This is an optimization exercise on Yosys and OpenROAD, whose aim is small area, not a production implementation.
Where RTL was checked, it was by simulation tests only, not by an equivalence proof against the original.

==> run B <==
## qe_unit
module qe_unit (
    input  wire        clk,
    input  wire        rst_n,         
    input  wire        qa,
    input  wire        qb,
    input  wire        qz,
    input  wire        tick_ms,
    input  wire        confirm,
    input  wire [4:0]  confirm_pair,
    input  wire        wr_en,
    input  wire [4:0]  wr_addr,
    input  wire [31:0] wr_data,
    input  wire [4:0]  rd_addr,
    output reg  [31:0] rd_data,
    output wire [7:0]  win_h,
    output reg         ev_uncertain,
    output reg         ev_referenced,
    output reg         ev_refused
);
export LEC_CHECK = 0
export CAP_MARGIN = 40
export CORE_MARGIN = 2
export CORE_UTILIZATION = 40
export SLEW_MARGIN = 30
create_clock -name core_clock -period 10.0 [get_ports {clk}]
run.sh (not shown) runs the stock make flow with config.mk's settings and CLKGATE_MAP_FILE= SYNTH_SCRIPT=/design/flow/synth_recipe.tcl, a recipe that flattens the netlist after the stock synthesis.
==> run E (differences from run B) <==
--- a/flow/design.v
+++ b/flow/design.v
@@ -26,46 +26,48 @@
             q   <= q_next;
             cnt <= (diff & ~c_ge) ? cnt_inc : 4'd0;
         end
     end
 endmodule
 module qe_rel (
     input  wire [31:0] x,
     input  wire [31:0] npos,
-    output wire [11:0] e_lo,
-    output wire        c12,
-    output wire [12:0] eh,
-    output wire        eh_z,      
-    output wire        eh_o,      
+    output wire [24:0] e,
     output wire        neg,
     output wire        hi0,
     output wire        hi1
 );
-    genvar i;
     wire [12:0] c;
     assign c[0] = 1'b1;
+    genvar i;
     generate
         for (i = 0; i < 12; i = i + 1) begin : g_lo
-            assign e_lo[i] = x[i] ^ npos[i] ^ c[i];
-            assign c[i+1]  = (x[i] & npos[i]) | (c[i] & (x[i] | npos[i]));
+            assign e[i] = x[i] ^ npos[i] ^ c[i];
+            assign c[i+1] = (x[i] & npos[i]) | (c[i] & (x[i] | npos[i]));
         end
     endgenerate
-    assign c12 = c[12];
-    wire [13:0] ch;
-    assign ch[0] = 1'b0;
-    generate
-        for (i = 0; i < 13; i = i + 1) begin : g_hi
-            assign eh[i]   = x[12+i] ^ npos[12+i] ^ ch[i];
-            assign ch[i+1] = (x[12+i] & npos[12+i]) | (ch[i] & (x[12+i] | npos[12+i]));
+    wire [11:0] g = x[11:0] & npos[11:0];
+    wire [11:0] p = x[11:0] | npos[11:0];
+    wire gg0 = g[3] | (p[3] & (g[2] | (p[2] & (g[1] | (p[1] & g[0])))));
+    wire pp0 = p[3] & p[2] & p[1] & p[0];
+    wire gg1 = g[7] | (p[7] & (g[6] | (p[6] & (g[5] | (p[5] & g[4])))));
+    wire pp1 = p[7] & p[6] & p[5] & p[4];
+    wire gg2 = g[11] | (p[11] & (g[10] | (p[10] & (g[9] | (p[9] & g[8])))));
+    wire pp2 = p[11] & p[10] & p[9] & p[8];
+    wire c12f = gg2 | (pp2 & (gg1 | (pp1 & (gg0 | pp0))));
+    wire [25:12] ch;
+    assign ch[12] = c12f;
+    generate
+        for (i = 12; i < 25; i = i + 1) begin : g_hi
+            assign e[i] = x[i] ^ npos[i] ^ ch[i];
+            assign ch[i+1] = (x[i] & npos[i]) | (ch[i] & (x[i] | npos[i]));
         end
     endgenerate
-    assign eh_z = ~|eh;
-    assign eh_o = &eh;
-    wire c25 = ch[13] | (c12 & eh_o);
+    wire c25 = ch[25];
     wire [7:0] xa = {x[31], x[31:25]};
     wire [7:0] na = {npos[31], npos[31:25]};
     wire [7:0] d;
     wire [8:0] cd;
     assign cd[0] = 1'b0;
     generate
         for (i = 0; i < 8; i = i + 1) begin : g_d
             assign d[i] = xa[i] ^ na[i] ^ cd[i];
@@ -75,140 +77,68 @@
     wire d_ones7 = &d[6:0];
     wire d_zero  = ~|d;
     wire d_ones  = d_ones7 & d[7];
     wire d_fe    = (&d[7:1]) & ~d[0];
     assign neg = d[7] ^ (c25 & d_ones7);
     assign hi0 = c25 ? d_ones : d_zero;
     assign hi1 = c25 ? d_fe : d_ones;
 endmodule
-module qe_wincmp (
+module qe_window (
+    input  wire        clk,
+    input  wire        rst,
     input  wire [31:0] npos,
+    input  wire        referenced,
+    input  wire        still,
+    input  wire        fresh,
     input  wire [31:0] start,
     input  wire [23:0] width,
-    input  wire [6:0]  h,
-    output wire        in_range
+    input  wire [6:0]  hys,
+    input  wire        still_req,
+    output reg         win
 );
-    genvar i;
-    wire [11:0] e_lo;
-    wire [12:0] eh;
-    wire        c12, eh_z, eh_o, neg, hi0, hi1;
-    qe_rel u_rel (.x(start), .npos(npos), .e_lo(e_lo), .c12(c12), .eh(eh),
-                  .eh_z(eh_z), .eh_o(eh_o), .neg(neg), .hi0(hi0), .hi1(hi1));
+    wire [24:0] e;           
+    wire        neg, hi0, hi1;
+    qe_rel u_rel (.x(start), .npos(npos), .e(e), .neg(neg), .hi0(hi0), .hi1(hi1));
+    wire [6:0] h = (win & ~fresh) ? hys : 7'd0;
     wire [7:0] cl;
     assign cl[0] = 1'b1;
+    genvar i;
     generate
         for (i = 0; i < 7; i = i + 1) begin : g_cl
-            assign cl[i+1] = (h[i] & ~e_lo[i]) | (cl[i] & (h[i] | ~e_lo[i]));
+            assign cl[i+1] = (h[i] & ~e[i]) | (cl[i] & (h[i] | ~e[i]));
         end
     endgenerate
-    wire e_z7 = ~|e_lo[11:7] & (c12 ? eh_o : eh_z);      
-    wire cond_lo = neg | (hi0 & e_z7 & cl[7]);
-    wire [11:0] f_lo;
-    wire [12:0] cf;
+    wire cond_lo = neg | (hi0 & ~|e[24:7] & cl[7]);
+    wire [24:0] f;
+    wire [25:0] cf;
     assign cf[0] = 1'b0;
     generate
-        for (i = 0; i < 12; i = i + 1) begin : g_f
-            assign f_lo[i]  = e_lo[i] ^ width[i] ^ cf[i];
-            assign cf[i+1]  = (e_lo[i] & width[i]) | (cf[i] & (e_lo[i] | width[i]));
-        end
-    endgenerate
-    wire [12:0] wh = {1'b0, width[23:12]};
-    wire [12:0] fh;
-    wire [13:0] cg;
-    assign cg[0] = 1'b0;
-    generate
-        for (i = 0; i < 13; i = i + 1) begin : g_fh
-            assign fh[i]    = eh[i] ^ wh[i] ^ cg[i];
-            assign cg[i+1]  = (eh[i] & wh[i]) | (cg[i] & (eh[i] | wh[i]));
-        end
-    endgenerate
-    wire k1 = c12 ^ cf[12];
-    wire k2 = c12 & cf[12];
-    wire fh_o  = &fh;
-    wire fh_fe = (&fh[12:1]) & ~fh[0];
-    wire fh_fd = (&fh[12:2]) & ~fh[1] & fh[0];
-    wire wrap  = c12 & eh_o;
-    wire f_ovf = ~wrap & (cg[13] | (k1 & fh_o) | (k2 & (fh_o | fh_fe)));
-    wire f_o12 = ~wrap & ((~k1 & ~k2 & fh_o) | (k1 & fh_fe) | (k2 & fh_fd));
-    wire [7:0] cu;
-    assign cu[0] = 1'b0;
+        for (i = 0; i < 24; i = i + 1) begin : g_f
+            assign f[i] = e[i] ^ width[i] ^ cf[i];
+            assign cf[i+1] = (e[i] & width[i]) | (cf[i] & (e[i] | width[i]));
+        end
+    endgenerate
+    assign f[24]  = e[24] ^ cf[24];
+    assign cf[25] = e[24] & cf[24];
+    wire [7:0] ch;
+    assign ch[0] = 1'b0;
     generate
-        for (i = 0; i < 7; i = i + 1) begin : g_cu
-            assign cu[i+1] = (f_lo[i] & h[i]) | (cu[i] & (f_lo[i] | h[i]));
+        for (i = 0; i < 7; i = i + 1) begin : g_ch
+            assign ch[i+1] = (f[i] & h[i]) | (ch[i] & (f[i] | h[i]));
         end
     endgenerate
-    wire cond_hi = ~neg | (hi1 & (f_ovf | (f_o12 & &f_lo[11:7] & cu[7])));
-    assign in_range = cond_lo & cond_hi;
-endmodule
-module qe_window (
-    input  wire        clk,
-    input  wire        rst,
-    input  wire [31:0] npos,
-    input  wire        referenced,
-    input  wire        still,
-    input  wire        fresh,
-    input  wire [31:0] start,
-    input  wire [23:0] width,
-    input  wire [6:0]  hys,
-    input  wire        still_req,
-    output reg         win
-);
-    wire [6:0] h = (win & ~fresh) ? hys : 7'd0;
-    wire       in_range;
-    qe_wincmp u_cmp (.npos(npos), .start(start), .width(width), .h(h), .in_range(in_range));
+    wire cond_hi = ~neg | (hi1 & (cf[25] | (&f[24:7] & ch[7])));
     always @(posedge clk) begin
         if (rst)
             win <= 1'b0;
         else
-            win <= referenced & (still | ~still_req) & in_range;
+            win <= referenced & (still | ~still_req) & cond_lo & cond_hi;
     end
 endmodule
-module qe_tol (
-    input  wire [31:0] npos,
-    input  wire [31:0] ref_pos,
-    input  wire [7:0]  ztol,
-    input  wire        do_step,
-    input  wire        up,
-    output wire        in_tol
-);
-    genvar i;
-    wire [11:0] y_lo;
-    wire [12:0] yh;
-    wire        y_c12, yh_z, yh_o, y_neg, y_hi0, y_hi1;
-    qe_rel u_yrel (.x(ref_pos), .npos(npos), .e_lo(y_lo), .c12(y_c12), .eh(yh),
-                   .eh_z(yh_z), .eh_o(yh_o), .neg(y_neg), .hi0(y_hi0), .hi1(y_hi1));
-    wire y_z12 = y_c12 ? yh_o : yh_z;
-    wire y_o12 = y_c12 ? ((&yh[12:1]) & ~yh[0]) : yh_o;
-    wire near = (y_hi0 & y_z12 & ~|y_lo[11:9]) | (y_hi1 & y_o12 & &y_lo[11:9]);    
-    wire [9:0] y = y_lo[9:0];
-    wire [10:0] y11 = {y[9], y[9:0]};
-    wire [10:0] zn  = ~{3'b000, ztol};
-    wire [10:0] zp  = {3'b000, ztol};
-    wire [10:0] ymz, ypz;
-    wire [11:0] cm, cp;
-    assign cm[0] = 1'b1;
-    assign cp[0] = 1'b0;
-    generate
-        for (i = 0; i < 11; i = i + 1) begin : g_z
-            assign ymz[i]  = y11[i] ^ zn[i] ^ cm[i];
-            assign cm[i+1] = (y11[i] & zn[i]) | (cm[i] & (y11[i] | zn[i]));
-            assign ypz[i]  = y11[i] ^ zp[i] ^ cp[i];
-            assign cp[i+1] = (y11[i] & zp[i]) | (cp[i] & (y11[i] | zp[i]));
-        end
-    endgenerate
-    wire ymz_z1 = ~|ymz[10:1];
-    wire ypz_1s = &ypz;
-    wire ypz_nz = |ypz;
-    wire tol_m = !do_step ? (ymz[10] | (ymz_z1 & ~ymz[0])) :
-                 up       ? (ymz[10] | ymz_z1) : ymz[10];
-    wire tol_p = !do_step ? ~ypz[10] :
-                 up       ? (~ypz[10] & ypz_nz) : (~ypz[10] | ypz_1s);
-    assign in_tol = near & tol_m & tol_p;
-endmodule
 module qe_unit (
     input  wire        clk,
     input  wire        rst_n,         
     input  wire        qa,
     input  wire        qb,
     input  wire        qz,
     input  wire        tick_ms,
     input  wire        confirm,
@@ -361,19 +291,43 @@
     wire ref1   = referenced & !unc1;
     wire mode1 = cfg_ref_mode == 2'd1;
     wire mode2 = cfg_ref_mode == 2'd2;
     wire mode3 = cfg_ref_mode == 2'd3;
     wire index_ev = fz_n && !fz && (!cfg_zgate || (fa_n && fb_n)) && !illegal && cfg_ref_mode[0];
     wire ref_idx  = index_ev & ((mode1 & !ref1) | (mode3 & ref_armed));
     wire chk      = index_ev & !ref_idx & ref1;
     wire [31:0] npos = ~pos;
-    wire in_tol;
-    qe_tol u_tol (.npos(npos), .ref_pos(ref_pos), .ztol(ztol), .do_step(do_step), .up(up),
-                  .in_tol(in_tol));
+    wire [24:0] y;
+    wire        y_neg, y_hi0, y_hi1;
+    qe_rel u_yrel (.x(ref_pos), .npos(npos), .e(y), .neg(y_neg), .hi0(y_hi0), .hi1(y_hi1));
+    wire near = (y_hi0 & ~|y[24:9]) | (y_hi1 & &y[24:9]);     
+    wire [10:0] y11 = {y[9], y[9:0]};
+    wire [10:0] zn  = ~{3'b000, ztol};
+    wire [10:0] zp  = {3'b000, ztol};
+    wire [10:0] ymz, ypz;
+    wire [11:0] cm, cp;
+    assign cm[0] = 1'b1;
+    assign cp[0] = 1'b0;
+    generate
+        for (i = 0; i < 11; i = i + 1) begin : g_z
+            assign ymz[i]  = y11[i] ^ zn[i] ^ cm[i];
+            assign cm[i+1] = (y11[i] & zn[i]) | (cm[i] & (y11[i] | zn[i]));
+            assign ypz[i]  = y11[i] ^ zp[i] ^ cp[i];
+            assign cp[i+1] = (y11[i] & zp[i]) | (cp[i] & (y11[i] | zp[i]));
+        end
+    endgenerate
+    wire ymz_z1 = ~|ymz[10:1];
+    wire ypz_1s = &ypz;
+    wire ypz_nz = |ypz;
+    wire tol_m = !do_step ? (ymz[10] | (ymz_z1 & ~ymz[0])) :
+                 up       ? (ymz[10] | ymz_z1) : ymz[10];
+    wire tol_p = !do_step ? ~ypz[10] :
+                 up       ? (~ypz[10] & ypz_nz) : (~ypz[10] | ypz_1s);
+    wire in_tol = near & tol_m & tol_p;
     wire chk_ok  = chk & in_tol;
     wire chk_bad = chk & !in_tol;
     wire confirm_ev = confirm && confirm_pair == cfg_ref_pair;
     wire ref_cfm    = mode2 & confirm_ev & still1;
     wire ref_any    = ref_idx | ref_cfm;
     wire arm_cfm    = mode3 & confirm_ev;
     wire s_armed    = arm_cfm | (ref_armed & !ref_idx);
     wire to_ref     = ref_any | chk_ok;
==> run Y (differences from run B) <==
--- a/flow/design.v
+++ b/flow/design.v
@@ -249,17 +249,17 @@
     reg               ref_armed;
     reg  [13:0]       arm_cnt;
     reg  [2:0]        cause;
     reg               rf_set;        
     reg               rf_lsb;        
     reg               wr_ign;
     reg  [15:0]       illegal_cnt;
     reg  [15:0]       refs;
-    reg  [6:0]        age_a, age_b;
+    reg  [6:0]        age_a, age_b;     
     reg               fresh;
     wire referenced = (cause == C_NONE);
     wire fa, fb, fz, fa_n, fb_n, fz_n;
     qe_filter u_flt_a (.clk(clk), .rst(rst), .flt(cfg_flt), .din(qa), .q_next(fa_n), .q(fa));
     qe_filter u_flt_b (.clk(clk), .rst(rst), .flt(cfg_flt), .din(qb), .q_next(fb_n), .q(fb));
     qe_filter u_flt_z (.clk(clk), .rst(rst), .flt(cfg_flt), .din(qz), .q_next(fz_n), .q(fz));
     wire [31:0] wd      = wr_data & {32{rst_n}};
     wire        wr_cfg  = wr_en && wr_addr == 5'h00;
@@ -324,18 +324,21 @@
             assign pf1[i+1] = pf1[i] & pos[i];
             assign pf0[i+1] = pf0[i] & ~pos[i];
         end
     endgenerate
     wire at_max = pf1[31] & ~pos[31];                        
     wire at_min = pos[31] & (&(~pos[30:1]));                  
     wire range_err = stepped & (up ? at_max : at_min);
     wire do_step   = stepped & !range_err;
-    wire age_a_lt  = !(age_a[6] & (age_a[5] | age_a[4]));    
-    wire age_b_lt  = !(age_b[6] & (age_b[5] | age_b[4]));
+    localparam [6:0] AGE_80 = 7'd18;
+    wire age_a_lt  = age_a != AGE_80;                        
+    wire age_b_lt  = age_b != AGE_80;
+    wire [6:0] age_a_inc = {age_a[5:0], ~(age_a[6] ^ age_a[5])};
+    wire [6:0] age_b_inc = {age_b[5:0], ~(age_b[6] ^ age_b[5])};
     wire overspeed = (d_a & age_a_lt) | (d_b & age_b_lt);
     wire [31:0] tgl  = up ? pf1[31:0] : pf0[31:0];
     wire [31:0] pos1 = pos ^ (tgl & {32{do_step}});
     wire [9:0] dlt  = {delta[8], delta};
     wire [9:0] dn;                                            
     wire [10:0] dc;
     assign dc[0] = 1'b1;
     generate
@@ -403,26 +406,19 @@
     wire [8:0] sg;
     assign sg[0] = 1'b1;
     generate
         for (i = 0; i < 8; i = i + 1) begin : g_sg
             assign sg[i+1] = (st_next[i] & ~cfg_still_t[i]) | (sg[i] & (st_next[i] | ~cfg_still_t[i]));
         end
     endgenerate
     wire st_ge = sg[8];
-    wire        arm_end = arm_cnt == 14'd9999;
-    wire [14:0] ac;
-    assign ac[0] = 1'b1;
-    wire [13:0] arm_inc;
-    generate
-        for (i = 0; i < 14; i = i + 1) begin : g_ac
-            assign arm_inc[i] = arm_cnt[i] ^ ac[i];
-            assign ac[i+1]    = arm_cnt[i] & ac[i];
-        end
-    endgenerate
+    localparam [13:0] ARM_END = 14'd8629;
+    wire        arm_end = arm_cnt == ARM_END;
+    wire [13:0] arm_inc = {arm_cnt[12:0], ~(arm_cnt[13] ^ arm_cnt[12] ^ arm_cnt[11] ^ arm_cnt[1])};
     wire [8:0] delta_next = (to_ref | anchor_reset) ? 9'd0 : do_step ? dn[8:0] : delta;
     wire [2:0] s_cause = ref_any ? C_NONE : chk_bad ? C_MISMATCH : unc1 ? cause1 : cause;
     always @(posedge clk) begin
         if (rst) begin
             pos           <= 32'd0;
             zpos          <= 32'd0;
             delta         <= 9'd0;
             illegal_flag  <= 1'b0;
@@ -430,25 +426,25 @@
             still_cnt     <= 8'd0;
             ref_armed     <= 1'b0;
             arm_cnt       <= 14'd0;
             cause         <= C_DISABLED;
             rf_set        <= 1'b0;
             rf_lsb        <= 1'b0;
             illegal_cnt   <= 16'd0;
             refs          <= 16'd0;
-            age_a         <= 7'd80;
-            age_b         <= 7'd80;
+            age_a         <= AGE_80;
+            age_b         <= AGE_80;
             fresh         <= 1'b0;
             ev_uncertain  <= 1'b0;
             ev_referenced <= 1'b0;
             ev_refused    <= 1'b0;
         end else begin
-            age_a <= d_a ? 7'd1 : (age_a_lt ? age_a + 7'd1 : age_a);
-            age_b <= d_b ? 7'd1 : (age_b_lt ? age_b + 7'd1 : age_b);
+            age_a <= d_a ? 7'd0 : (age_a_lt ? age_a_inc : age_a);
+            age_b <= d_b ? 7'd0 : (age_b_lt ? age_b_inc : age_b);
             ev_refused <= refuse_en | refuse_dis;
             if (refuse_en | refuse_dis) begin
                 rf_set <= 1'b1;
                 rf_lsb <= refuse_dis;
             end
             if (enabling) begin
                 pos           <= 32'd0;
                 delta         <= 9'd0;
CTS_BUF_LIST = sky130_fd_sc_hd__clkbuf_16   (was default)
CTS_CLUSTER_DIAMETER = 80   (was default)
CTS_CLUSTER_SIZE = 22   (was default)
==> run F (differences from run B) <==
--- a/flow/design.v
+++ b/flow/design.v
@@ -249,17 +249,17 @@
     reg               ref_armed;
     reg  [13:0]       arm_cnt;
     reg  [2:0]        cause;
     reg               rf_set;        
     reg               rf_lsb;        
     reg               wr_ign;
     reg  [15:0]       illegal_cnt;
     reg  [15:0]       refs;
-    reg  [6:0]        age_a, age_b;
+    reg  [6:0]        age_a, age_b;     
     reg               fresh;
     wire referenced = (cause == C_NONE);
     wire fa, fb, fz, fa_n, fb_n, fz_n;
     qe_filter u_flt_a (.clk(clk), .rst(rst), .flt(cfg_flt), .din(qa), .q_next(fa_n), .q(fa));
     qe_filter u_flt_b (.clk(clk), .rst(rst), .flt(cfg_flt), .din(qb), .q_next(fb_n), .q(fb));
     qe_filter u_flt_z (.clk(clk), .rst(rst), .flt(cfg_flt), .din(qz), .q_next(fz_n), .q(fz));
     wire [31:0] wd      = wr_data & {32{rst_n}};
     wire        wr_cfg  = wr_en && wr_addr == 5'h00;
@@ -324,18 +324,21 @@
             assign pf1[i+1] = pf1[i] & pos[i];
             assign pf0[i+1] = pf0[i] & ~pos[i];
         end
     endgenerate
     wire at_max = pf1[31] & ~pos[31];                        
     wire at_min = pos[31] & (&(~pos[30:1]));                  
     wire range_err = stepped & (up ? at_max : at_min);
     wire do_step   = stepped & !range_err;
-    wire age_a_lt  = !(age_a[6] & (age_a[5] | age_a[4]));    
-    wire age_b_lt  = !(age_b[6] & (age_b[5] | age_b[4]));
+    localparam [6:0] AGE_80 = 7'd18;
+    wire age_a_lt  = age_a != AGE_80;                        
+    wire age_b_lt  = age_b != AGE_80;
+    wire [6:0] age_a_inc = {age_a[5:0], ~(age_a[6] ^ age_a[5])};
+    wire [6:0] age_b_inc = {age_b[5:0], ~(age_b[6] ^ age_b[5])};
     wire overspeed = (d_a & age_a_lt) | (d_b & age_b_lt);
     wire [31:0] tgl  = up ? pf1[31:0] : pf0[31:0];
     wire [31:0] pos1 = pos ^ (tgl & {32{do_step}});
     wire [9:0] dlt  = {delta[8], delta};
     wire [9:0] dn;                                            
     wire [10:0] dc;
     assign dc[0] = 1'b1;
     generate
@@ -403,26 +406,19 @@
     wire [8:0] sg;
     assign sg[0] = 1'b1;
     generate
         for (i = 0; i < 8; i = i + 1) begin : g_sg
             assign sg[i+1] = (st_next[i] & ~cfg_still_t[i]) | (sg[i] & (st_next[i] | ~cfg_still_t[i]));
         end
     endgenerate
     wire st_ge = sg[8];
-    wire        arm_end = arm_cnt == 14'd9999;
-    wire [14:0] ac;
-    assign ac[0] = 1'b1;
-    wire [13:0] arm_inc;
-    generate
-        for (i = 0; i < 14; i = i + 1) begin : g_ac
-            assign arm_inc[i] = arm_cnt[i] ^ ac[i];
-            assign ac[i+1]    = arm_cnt[i] & ac[i];
-        end
-    endgenerate
+    localparam [13:0] ARM_END = 14'd8629;
+    wire        arm_end = arm_cnt == ARM_END;
+    wire [13:0] arm_inc = {arm_cnt[12:0], ~(arm_cnt[13] ^ arm_cnt[12] ^ arm_cnt[11] ^ arm_cnt[1])};
     wire [8:0] delta_next = (to_ref | anchor_reset) ? 9'd0 : do_step ? dn[8:0] : delta;
     wire [2:0] s_cause = ref_any ? C_NONE : chk_bad ? C_MISMATCH : unc1 ? cause1 : cause;
     always @(posedge clk) begin
         if (rst) begin
             pos           <= 32'd0;
             zpos          <= 32'd0;
             delta         <= 9'd0;
             illegal_flag  <= 1'b0;
@@ -430,25 +426,25 @@
             still_cnt     <= 8'd0;
             ref_armed     <= 1'b0;
             arm_cnt       <= 14'd0;
             cause         <= C_DISABLED;
             rf_set        <= 1'b0;
             rf_lsb        <= 1'b0;
             illegal_cnt   <= 16'd0;
             refs          <= 16'd0;
-            age_a         <= 7'd80;
-            age_b         <= 7'd80;
+            age_a         <= AGE_80;
+            age_b         <= AGE_80;
             fresh         <= 1'b0;
             ev_uncertain  <= 1'b0;
             ev_referenced <= 1'b0;
             ev_refused    <= 1'b0;
         end else begin
-            age_a <= d_a ? 7'd1 : (age_a_lt ? age_a + 7'd1 : age_a);
-            age_b <= d_b ? 7'd1 : (age_b_lt ? age_b + 7'd1 : age_b);
+            age_a <= d_a ? 7'd0 : (age_a_lt ? age_a_inc : age_a);
+            age_b <= d_b ? 7'd0 : (age_b_lt ? age_b_inc : age_b);
             ev_refused <= refuse_en | refuse_dis;
             if (refuse_en | refuse_dis) begin
                 rf_set <= 1'b1;
                 rf_lsb <= refuse_dis;
             end
             if (enabling) begin
                 pos           <= 32'd0;
                 delta         <= 9'd0;
CTS_BUF_LIST = sky130_fd_sc_hd__clkbuf_8   (was default)
CTS_CLUSTER_DIAMETER = 60   (was default)
CTS_CLUSTER_SIZE = 12   (was default)
==> insert_results.sql <==
INSERT INTO impl_metrics (metric_group, metric, value, unit) VALUES
('setup_path', 'critical_path_peak_fanout', '8', ''),
('timing', 'count_of_endpoints_failing_setup_in_the_final_report', '49', ''),
('synth', 'synthesis.instances', '4161', ''),
('route', 'routedLengthMet1', '86770', 'um'),
('floorplanning', 'die_area', '128100', 'sq um'),
('cts', 'cts.htree.levels', '3', ''),
('run_status', 'outcome', 'complete, but fails checks', ''),
('synth', 'synth_simple_gate_area_share', '9.645', '%'),
('timing', 'maxClockFrequency', '89.93', 'MHz'),
('placed_design', 'total_cell_area_at_the_placement_stage', '56160', 'sq um'),
('placed_design', 'pre_cts_slack', '-1.388', 'ns'),
('timing', 'finalWorstSetupSlack', '-1.120', 'ns'),
('power_and_ir_drop', 'power.density', '160.4', 'nW/um^2'),
('grt', 'global_route.usage.total', '36.83', '%'),
('run_status', 'checkFailReasons', 'negative setup slack', ''),
('synth', 'synth_top_area_share', '34.87', '%'),
('timing', 'finalWorstPathRequiredPeriod', '11.12', 'ns'),
('power_and_ir_drop', 'power_leakage', '0.02187', 'uW'),
('cts', 'cts_repair_resize_count', '76', '');
Source of the figures above: run E

==> insert_results.sql <==
INSERT INTO impl_metrics (metric_group, metric, value, unit) VALUES
('run_status', 'outcome', 'complete, no violations', ''),
('floorplanning', 'die_area', '119700', 'sq um'),
('cts', 'cts.htree.levels', '3', ''),
('placed_design', 'total_cell_area_at_the_placement_stage', '50340', 'sq um'),
('timing', 'finalWorstSetupSlack', '0.9245', 'ns'),
('grt', 'global_route.usage.total', '35.51', '%'),
('synth', 'synth_top_area_share', '37.35', '%'),
('route', 'routedLengthMet1', '77370', 'um'),
('cts', 'cts_repair_resize_count', '0', ''),
('synth', 'synthesis.instances', '3802', ''),
('timing', 'count_of_endpoints_failing_setup_in_the_final_report', '0', ''),
('placed_design', 'pre_cts_slack', '1.142', 'ns'),
('power_and_ir_drop', 'power.density', '163.2', 'nW/um^2'),
('synth', 'synth_simple_gate_area_share', '11.02', '%'),
('setup_path', 'critical_path_peak_fanout', '10', '');
Source of the figures above: run F

==> insert_results.sql <==
INSERT INTO impl_metrics (metric_group, metric, value, unit) VALUES
('grt', 'globalRouteMet2Util', '50.97', '%'),
('cts', 'cts.htree.levels', '2', ''),
('power_and_ir_drop', 'power.density', '159.0', 'nW/um^2'),
('setup_path', 'worst_setup_path_end_kind', 'flip-flop', ''),
('grt', 'global_route.usage.total', '35.19', '%'),
('layout', 'sh_seq_area', '41.55', '%'),
('synth', 'synthesis.instances', '3802', ''),
('floorplanning', 'die_area', '119700', 'sq um'),
('setup_path', 'critical_path_peak_fanout', '29', ''),
('grt', 'globalRoute.totalOverflow', '0', ''),
('placed_design', 'pre_cts_slack', '1.142', 'ns'),
('timing', 'maxClockFrequency', '109.8', 'MHz'),
('timing', 'finalWorstSetupSlack', '0.8901', 'ns'),
('synth', 'synth_top_area_share', '37.35', '%'),
('run_status', 'outcome', 'complete, no violations', ''),
('layout', 'ff_latch_area', '21660', 'sq um'),
('route', 'routedLengthMet1', '76740', 'um'),
('power_and_ir_drop', 'power_leakage', '0.01825', 'uW'),
('synth', 'synth_simple_gate_area_share', '11.02', '%');
Source of the figures above: run Y

==> insert_results.sql <==
INSERT INTO impl_metrics (metric_group, metric, value, unit) VALUES
('run_status', 'outcome', 'complete, no violations', ''),
('power_and_ir_drop', 'power.density', '173.2', 'nW/um^2'),
('power_and_ir_drop', 'power_leakage', '0.01909', 'uW'),
('timing', 'maxClockFrequency', '110.5', 'MHz'),
('cts', 'cts.htree.levels', '3', ''),
('placed_design', 'total_cell_area_at_the_placement_stage', '50840', 'sq um'),
('cts', 'cts_repair_resize_count', '0', ''),
('synth', 'synth_top_area_share', '37.09', '%'),
('synth', 'synthesis.instances', '3882', ''),
('synth', 'synth_simple_gate_area_share', '11.61', '%'),
('timing', 'finalWorstSetupSlack', '0.9476', 'ns'),
('placed_design', 'pre_cts_slack', '0.9923', 'ns'),
('route', 'routedLengthMet1', '78250', 'um'),
('timing', 'finalWorstPathRequiredPeriod', '9.052', 'ns');
Source of the figures above: run B

For run Y and run F, only the layout was checked, not whether the RTL still works.

re-timing with driven ports:
In the flow no input, the clock included, has a driving cell. The finished layouts below were timed again as built, in two steps.
Step 1: set_driving_cell puts a clkbuf_16 on clk and a buf_2 on each other input, an assumption about the parent block.
Step 2 moves the port delays by t, midway between the first and last clock arrival at a register: inputs arrive t later, outputs are due t later. That takes back most of the time a late clock gives input paths.
Slacks: ideal / step 1 / step 2; pairs: ideal / step 1.
| run | t (ns) | slack for setup (ns) | worst data-port slew with drivers (ns) |
|---|---|---|---|
| run B | 0.770 | 0.948 / 0.948 / 0.948 | 0.06 |
| run E | 0.779 | -1.120 / -1.120 / -1.120 | 0.06 |
| run Y | 0.769 | 0.890 / 0.890 / 0.890 | 0.08 |
| run F | 0.880 | 0.925 / 0.925 / 0.925 | 0.08 |
